Source: an optimization exercise on an open RTL-to-GDS flow (aim: small area, a short achievable clock period and few clock cycles per item). Production flows keep margins and buffers that such runs may drop. Function was checked by simulation only, so behaviour that the tests miss may differ from the original. No activity file was given, so power comes from the tool's default toggle rates.

<file path="flow/run.sh">
#!/bin/bash
# synth_recipe.tcl (not shown) runs the flow's synth.tcl, then flattens the netlist and writes it again
# the make line also repeats each setting of config.mk as NAME=value (left out here)
make -C /OpenROAD-flow-scripts/flow DESIGN_CONFIG=/design/flow/config.mk WORK_HOME=/design/flow/orfs CLKGATE_MAP_FILE= SYNTH_SCRIPT=/design/flow/synth_recipe.tcl finish
</file>
<file path="flow/config.mk">
export PLATFORM = sky130hd
export DESIGN_NAME = place_unit
export DESIGN_NICKNAME = place_unit
export VERILOG_FILES = /design/flow/design.v
export SDC_FILE = /design/flow/constraint.sdc
export NUM_CORES = 4
export LEC_CHECK = 0
export CAP_MARGIN = 20
export CORE_MARGIN = 2
export CORE_UTILIZATION = 40
export SLEW_MARGIN = 20
</file>
<file path="flow/constraint.sdc">
create_clock -name core_clock -period 10.0 [get_ports {clk}]
set_input_delay 2.0000 -clock core_clock [delete_from_list [all_inputs] [get_ports {clk}]]
set_output_delay 2.0000 -clock core_clock [all_outputs]
set_load 0.01 [all_outputs]
</file>
<file path="flow/design.v">
module place_unit (
    input  wire        clk,
    input  wire        rst,
    input  wire        in_valid,
    output wire        in_ready,
    input  wire [63:0] in_d,
    input  wire [31:0] in_frac,
    input  wire [63:0] in_y,
    input  wire [63:0] in_na,
    input  wire [5:0]  in_chan,
    input  wire [1:0]  in_mode,
    input  wire        in_clr,
    output reg         out_valid,
    output reg  [5:0]  out_chan,
    output reg  [60:0] out_slot,
    output reg  [2:0]  out_index,
    output reg  [3:0]  out_phase,
    output reg  [8:0]  out_vernier,
    output reg  [3:0]  out_e
);
    localparam S_IDLE = 3'd0;
    localparam S_DIV  = 3'd1;
    localparam S_RND  = 3'd2;
    localparam S_SPL  = 3'd3;
    localparam S_QNT  = 3'd4;
    localparam S_ADD  = 3'd5;
    reg [2:0]   state;
    reg [6:0]   bit_cnt;
    reg [63:0]  na_r;
    reg [5:0]   chan_r;
    reg [1:0]   mode_r;
    reg [95:0]  dfix;        
    reg [92:0]  divisor;     
    reg [93:0]  rem;
    reg [64:0]  quo;
    reg [64:0]  r_raw;       
    reg [51:0]  per_q;       
    reg [2:0]   per_r;       
    reg [63:0]  n_cnt;       
    reg [15:0]  f_su;        
    reg signed [3:0] eterm [0:47];
    assign in_ready = (state == S_IDLE);
    wire [155:0] dividend = {dfix, 60'd0};
    wire [93:0]  rem_sh   = {rem[92:0], dividend[bit_cnt]};
    wire         ge       = (rem_sh >= {1'b0, divisor});
    wire [93:0]  rem_nx   = ge ? (rem_sh - {1'b0, divisor}) : rem_sh;
    wire [94:0]  rem2     = {rem, 1'b0};
    wire         round_up = (rem2 > {2'b0, divisor}) ||
                            ((rem2 == {2'b0, divisor}) && quo[0]);
    wire [3:0]   p5_sh    = {per_r, r_raw[64]};
    wire         p5_ge    = (p5_sh >= 4'd5);
    wire [3:0]   p5_nx    = p5_ge ? (p5_sh - 4'd5) : p5_sh;
    wire signed [3:0]  e_old  = eterm[chan_r];
    wire signed [17:0] s_val  = $signed({2'b0, f_su}) + $signed(e_old);
    wire signed [17:0] s_q8   = s_val >>> 3;
    wire [2:0]         s_lo   = s_val[2:0];
    wire               s_up   = (s_lo > 3'd4) || ((s_lo == 3'd4) && s_q8[0]);
    wire signed [17:0] q_dith = s_q8 + (s_up ? 18'sd1 : 18'sd0);
    wire signed [17:0] e_dith = s_val - (q_dith <<< 3);
    wire [12:0]        f_q8   = f_su[15:3];
    wire               f_up   = (f_su[2:0] > 3'd4) || ((f_su[2:0] == 3'd4) && f_q8[0]);
    wire [13:0]        q_sing = {1'b0, f_q8} + {13'd0, f_up};
    wire [15:0]        c_q    = f_su / 16'd2560;
    wire [15:0]        c_r    = f_su % 16'd2560;
    wire               c_up   = (c_r > 16'd1280) || ((c_r == 16'd1280) && c_q[0]);
    wire [15:0]        c_st   = c_q + {15'd0, c_up};
    wire [13:0]        q_crs  = c_st[13:0] * 14'd320;
    reg  [13:0]        q_sel;
    always @(*) begin
        case (mode_r)
            2'd0:    q_sel = q_sing;
            2'd1:    q_sel = q_dith[13:0];
            default: q_sel = q_crs;
        endcase
    end
    wire               carry  = (q_sel == 14'd5120);
    wire [12:0]        q_fin  = carry ? 13'd0 : q_sel[12:0];
    wire [63:0]        n_fin  = n_cnt + {63'd0, carry};
    reg  signed [3:0]  e_new;
    always @(*) begin
        case (mode_r)
            2'd0:    e_new = e_old;
            2'd1:    e_new = e_dith[3:0];
            default: e_new = 4'sd0;
        endcase
    end
    integer i;
    always @(posedge clk) begin
        if (rst) begin
            state     <= S_IDLE;
            out_valid <= 1'b0;
            for (i = 0; i < 48; i = i + 1)
                eterm[i] <= 4'sd0;
        end else begin
            out_valid <= 1'b0;
            case (state)
                S_IDLE: begin
                    if (in_valid) begin
                        na_r    <= in_na;
                        chan_r  <= in_chan;
                        mode_r  <= in_mode;
                        dfix    <= {in_d, in_frac};
                        divisor <= {in_y[60:0], 32'd0} + (93'd1 << 92);
                        rem     <= {3'b0, in_d, in_frac[31:5]};    
                        quo     <= 65'd0;
                        bit_cnt <= 7'd64;
                        if (in_clr)
                            eterm[in_chan] <= 4'sd0;
                        state   <= S_DIV;
                    end
                end
                S_DIV: begin
                    rem     <= rem_nx;
                    quo     <= {quo[63:0], ge};
                    bit_cnt <= bit_cnt - 7'd1;
                    if (bit_cnt == 7'd0)
                        state <= S_RND;
                end
                S_RND: begin
                    r_raw   <= quo + {64'd0, round_up};
                    per_q   <= 52'd0;
                    per_r   <= 3'd0;
                    bit_cnt <= 7'd51;
                    state   <= S_SPL;
                end
                S_SPL: begin
                    per_r   <= p5_nx[2:0];
                    per_q   <= {per_q[50:0], p5_ge};
                    r_raw   <= {r_raw[63:0], 1'b0};
                    bit_cnt <= bit_cnt - 7'd1;
                    if (bit_cnt == 7'd0)
                        state <= S_ADD;
                end
                S_ADD: begin
                    n_cnt <= na_r + {12'd0, per_q};
                    f_su  <= {per_r, r_raw[64:52]};
                    state <= S_QNT;
                end
                S_QNT: begin
                    eterm[chan_r] <= e_new;
                    out_valid     <= 1'b1;
                    out_chan      <= chan_r;
                    out_slot      <= n_fin[63:3];
                    out_index     <= n_fin[2:0];
                    out_phase     <= q_fin / 13'd320;
                    out_vernier   <= q_fin % 13'd320;
                    out_e         <= e_new;
                    state         <= S_IDLE;
                end
                default: state <= S_IDLE;
            endcase
        end
    end
endmodule
</file>
==> summary.md <==
| Metric | Value |
|---|---|
| Run status | complete, no violations |
| Post-CTS repair timing setup buffer count | 0 |
| MaxCap Viol Count | 0 |
| GRT Residual Overflow | 0 |
| I/O pin count | roughly 330 |
| P per Cell Area | between 150 and 200 nW/um^2 |
| M1 GR Usage | 0.246 |
| Critical Path Fanout Max | 64 |
| Worst reg-to-reg setup slack | between 1 and 1.5 ns |
| Via count of the first global-routing pass | between 30000 and 40000 |
| Leak pwr | between 15 and 20 nW |
| Unrepaired setup endpoints after global routing | false |
| All-layer global routing usage | 0.182 |
| DRC viols | 0 |
| Antenna violations before repair | 7 |
| Growth of design area from synthesis to finish | 17.1% |
| Height of the die | 347 um |
| Max-slew headroom at the worst pin | 0.287 |
| Sort of element at the end of the critical path | flop |
| Worst path setup slack after routing | ~1.0 ns |
| Post-Route Utilization | 0.474 |
| Number of I/O port buffers | 321 |
| Number of sinks on the clock net | 920 |
| Master cell of the clock root buffer | clkbuf_16 |
| Cell total after placement | 5604 |
| H-tree Lvls | 3 |
| Achievable Freq | 111 MHz |
| End point of the critical path | out_slot[57]$_DFFE_PP_ |
| Synthesized cell area | 47200 sq um |
| Proportion of synthesized chip area in sequential cells | 0.584 |
| Post-CTS Hold Fix Bufs | 0 |
| Nets@finish | 4574 |
| Avg Synthesized Cell Area | 12.1 sq um |
| Post-place instance area | 51900 sq um |
| Clock tree from TritonCTS | built |
| Final setup vio count | 0 |
| Maximum number of pins on one net before global-route repair | 160 |
| Detail Placement HPWL | 77.1 mm |
| Final ANT Viol Nets | 0 |
| Hold_sp | r_raw[63]$_DFFE_PP_ |
| DR iter-0 viols | 2196 |
| Slowest cell delay on critical path | 0.65 ns |
| Site Rows | 125 |
| Via density | 5.35 |
| CTS max path bufs | 3 |
| Number of max-slew violations in the final report | 0 |
| Count of fill cells added during filler insertion | between 10000 and 15000 |
| Worst path required time | approximately 10 ns |
| Number of buffer and inverter stages on the critical path | 3 |
| Yosys synthesis warning count | 1 |
| Primary flip-flop cell chosen by synthesis mapping | edfxtp_1 |
| Classification of the worst-slack hold path | reg2reg |
| Maximum resistive drop on vdd | 0.000118 V |
| Post-synthesis cell type with the largest combined area | edfxtp_1 |
| Worst-path clk slew | ~0.060 ns |
| Finished Layout Cells | ~5800 |
| Wire length of the first global-routing pass | 173 mm |
| Worst path arrival time | roughly 9.4 ns |
| Cell count along the critical path | 29 |
| Length in cells of the worst reg-to-reg path | 29 |
| Count of flip-flops with a built-in enable after synthesis | 910 |
| Weighted congestion reported at the end of routability-driven placement | around 0.85 |
| Total negative slack | 0 ns |
| Critical-path cell with the highest stage delay | a2111oi_4 |
| Hold Fails Final Rpt | 0 |
| Share of the clock period used by the worst path after layout | 0.899 |
| Area contributors post-synth | edfxtp_1 (58%), mux4_2 (5.1%), ha_1 (4.0%), nor2_1 (3.5%), xnor2_1 (3.2%) |
| Post-CTS resize count | 0 |
| Minimum clock period | about 9 ns |
| Most heavily used metal layer in global routing | met2 |
| Number of buffers created by CTS | ~100 |
| Summed area of non-filler cells in the final layout | 55200 sq um |
| Routed wire length | around 110 mm |
| Cells after synthesis | 3903 |
| Dpl ws | 1.09 ns |
| Clock network latency to the later pin of the worst-skew pair | 0.68 ns |
| Top-area cell type share of the netlist area | 0.580 |
| Routed via count | 31019 |
| Met2 capacity usage during global routing | 0.301 |
| Synthesized netlist net count | 4292 |
| Count of cell types in the netlist | 103 |
| Worst clock skew | 0.0301 ns |
| Path type of the worst setup path | reg2reg |
| Slew @ Worst Pin | around 1.1 ns |
| GR Util met3 | 0.0294 |
| End of the worst register-to-register path | out_slot[57]$_DFFE_PP_ |
| Most Frequent Cell on Critical Path | nor2_1 |
| Synthesis-stage register bit count | 920 |
| Cell class contributing the biggest share of worst-path delay | simple AND/OR/NAND/NOR gates |
| Number of iterations in the first detailed-routing pass | 7 |
| Mean routed wirelength per cell | approximately 19 um |
| Area of the core region | 117000 sq um |
| Starting density of the core | 0.405 |
| Async set-reset flop share out of synthesis | 0 |
| Share of final-layout standard cells stronger than drive strength 1 | 0.0826 |
| Launching element type of the critical path | flop |
| Die outline area | about 120000 sq um |
| Die W | 347 um |
cell usage in the layout, fill, tap and decap left out, drive strengths merged, types with 8 or more instances in the layout:
master	Yosys	layout
edfxtp	910	910
nor2	444	444
nand2	404	404
clkdlybuf4s50	0	320
a21oi	192	192
xnor2	173	173
o21ai	151	151
ha	149	149
inv	130	136
clkbuf	133	127
mux4	106	106
xor2	105	105
and3	105	105
nand3	89	89
a21o	84	84
and2	84	84
nand2b	75	75
nor3	64	64
mux2i	63	63
clkinv	1	47
nand4	37	37
a31oi	35	35
buf	43	33
o21a	27	27
nor2b	25	25
or3	24	24
a211oi	23	23
nor4	18	18
and4	13	13
o211ai	13	13
o22ai	12	12
o21bai	11	11
bufinv	0	11
dfxtp	10	10
a21boi	9	9
o31ai	9	9
or2	9	9
or4	8	8
worst register-to-register path: cells and delay by family, from the launching register on:
kind	cells	cell delay, ns
AOI/OAI and AO/OA	6	1.69
DFF	1	0.35
xor gates and xnor gates	2	0.31
muxes	3	1.73
adders and majority gates	4	1.28
buffers and inverters	3	0.81
and+or+nand+nor	11	2.61
state kept, by name, summed over array words and instances, names as in the netlist, named ones only:
signal       flops
bit_cnt          7
chan_r           6
dfix            68
divisor         61
eterm          256
f_su            16
mode_r           2
n_cnt           64
na_r            64
out_chan         6
out_e            4
out_index        3
out_phase        4
out_slot        61
out_valid        1
out_vernier      9
per_q           52
per_r            3
quo             65
r_raw           65
rem             94
state            3
where the power goes:
| group | switching [W] | internal (W) |
|---|---|---|
| combinational | 0.000671 | 0.000520 |
| clock | 0.00155 | 0.00219 |
| sequential | 0.0000722 | 0.00438 |
| total | 0.00230 | 0.00709 |
how the worst min path moves through the flow:
stage	end	slack (ns)	depth (start not counted)
5_1_grt	f_su[0]$_DFFE_PP_	0.47	0
6_report	f_su[11]$_DFFE_PP_	0.45	0
3_3_place_gp	f_su[0]$_DFFE_PP_	0.43	0
2_1_floorplan	f_su[0]$_DFFE_PP_	0.43	0
4_1_cts	f_su[11]$_DFFE_PP_	0.45	0
3_5_place_dp	f_su[11]$_DFFE_PP_	0.44	0
per-layer routing:
metal / routed length (um) / vias up
met5: 23 / -
met4: 3080 / 4
met3: 5660 / 173
met2: 52400 / 808
met1: 49600 / 15035
li1: - / 14999
kinds of logic (layout without fill, tap and decap cells):
group | Yosys count | count (layout) | synth area share
flops | 920 | 920 | 0.584
xor+xnor | 278 | 278 | 0.0516
fa+ha+maj | 155 | 155 | 0.0417
simple gates | 1415 | 1415 | 0.141
other cells | 1 | 5 | 0.0000795
mux | 176 | 176 | 0.0657
buf+inv | 307 | 677 | 0.0265
compound gates | 651 | 651 | 0.0892
stage by stage:
| step | power (W) | hold WS, ns |
|---|---|---|
| 6_report | 0.00938 | 0.448 |
| 5_1_grt | 0.00976 | 0.469 |
| 4_1_cts | 0.00948 | 0.451 |
| 3_5_place_dp | 0.00572 | 0.437 |
| 3_3_place_gp | 0.00571 | 0.434 |
| 2_1_floorplan | 0.00538 | 0.427 |
synthesized netlist by cell type, drive strengths merged, types with 84 or more instances:
| cell | number |
|---|---|
| xnor2 | 173 |
| nor2 | 444 |
| nand2 | 404 |
| and2 | 84 |
| o21ai | 151 |
| a21oi | 192 |
| clkbuf | 133 |
| and3 | 105 |
| nand3 | 89 |
| xor2 | 105 |
| edfxtp | 910 |
| ha | 149 |
| inv | 130 |
| a21o | 84 |
| mux4 | 106 |
area by class of cell:
cell class / count / area [sq um] / area share
Multi-Input combinational cell: 2676 / 18400 / 0.334
Tap cell: 1524 / 1910 / 0.0345
Clock inverter: 66 / 663 / 0.0120
Inverter: 131 / 499 / 0.00904
Sequential cell: 920 / 27500 / 0.499
Clock buffer: 127 / 2670 / 0.0483
Timing Repair Buffer: 353 / 3490 / 0.0631
Antenna cell: 4 / 10.0 / 0.000181
Testbench counts, summed over its fixed seeds: cycles 193,608, items 1,600.

afterwards: timing with drivers on the ports:
The results above use ideal ports. As a check the final layout listed here was re-extracted and re-timed, cells and wires unchanged.
Step 1, drivers: a clkbuf_16 drives clk and a buf_2 each remaining input, both assumed.
Step 2 times the ports against the registers' clock, not the clock port: input delays grow and output delays shrink by t, the midpoint of the rising clock arrivals with the driver on.
Slacks: ideal / step 1 / step 2; pairs: ideal / step 1.
shift t [ns]: 0.742
slack for setup (ns): 1.010 / 1.010 / 1.010
latest minus earliest clock arrival (ns): 0.033 / 0.033
worst slew at a driven data input, ns: 0.17
After both steps setup and hold are still met in this run. For this run, drivers alone change the setup slack by 0.000 ns; drivers and shift together by 0.000 ns.
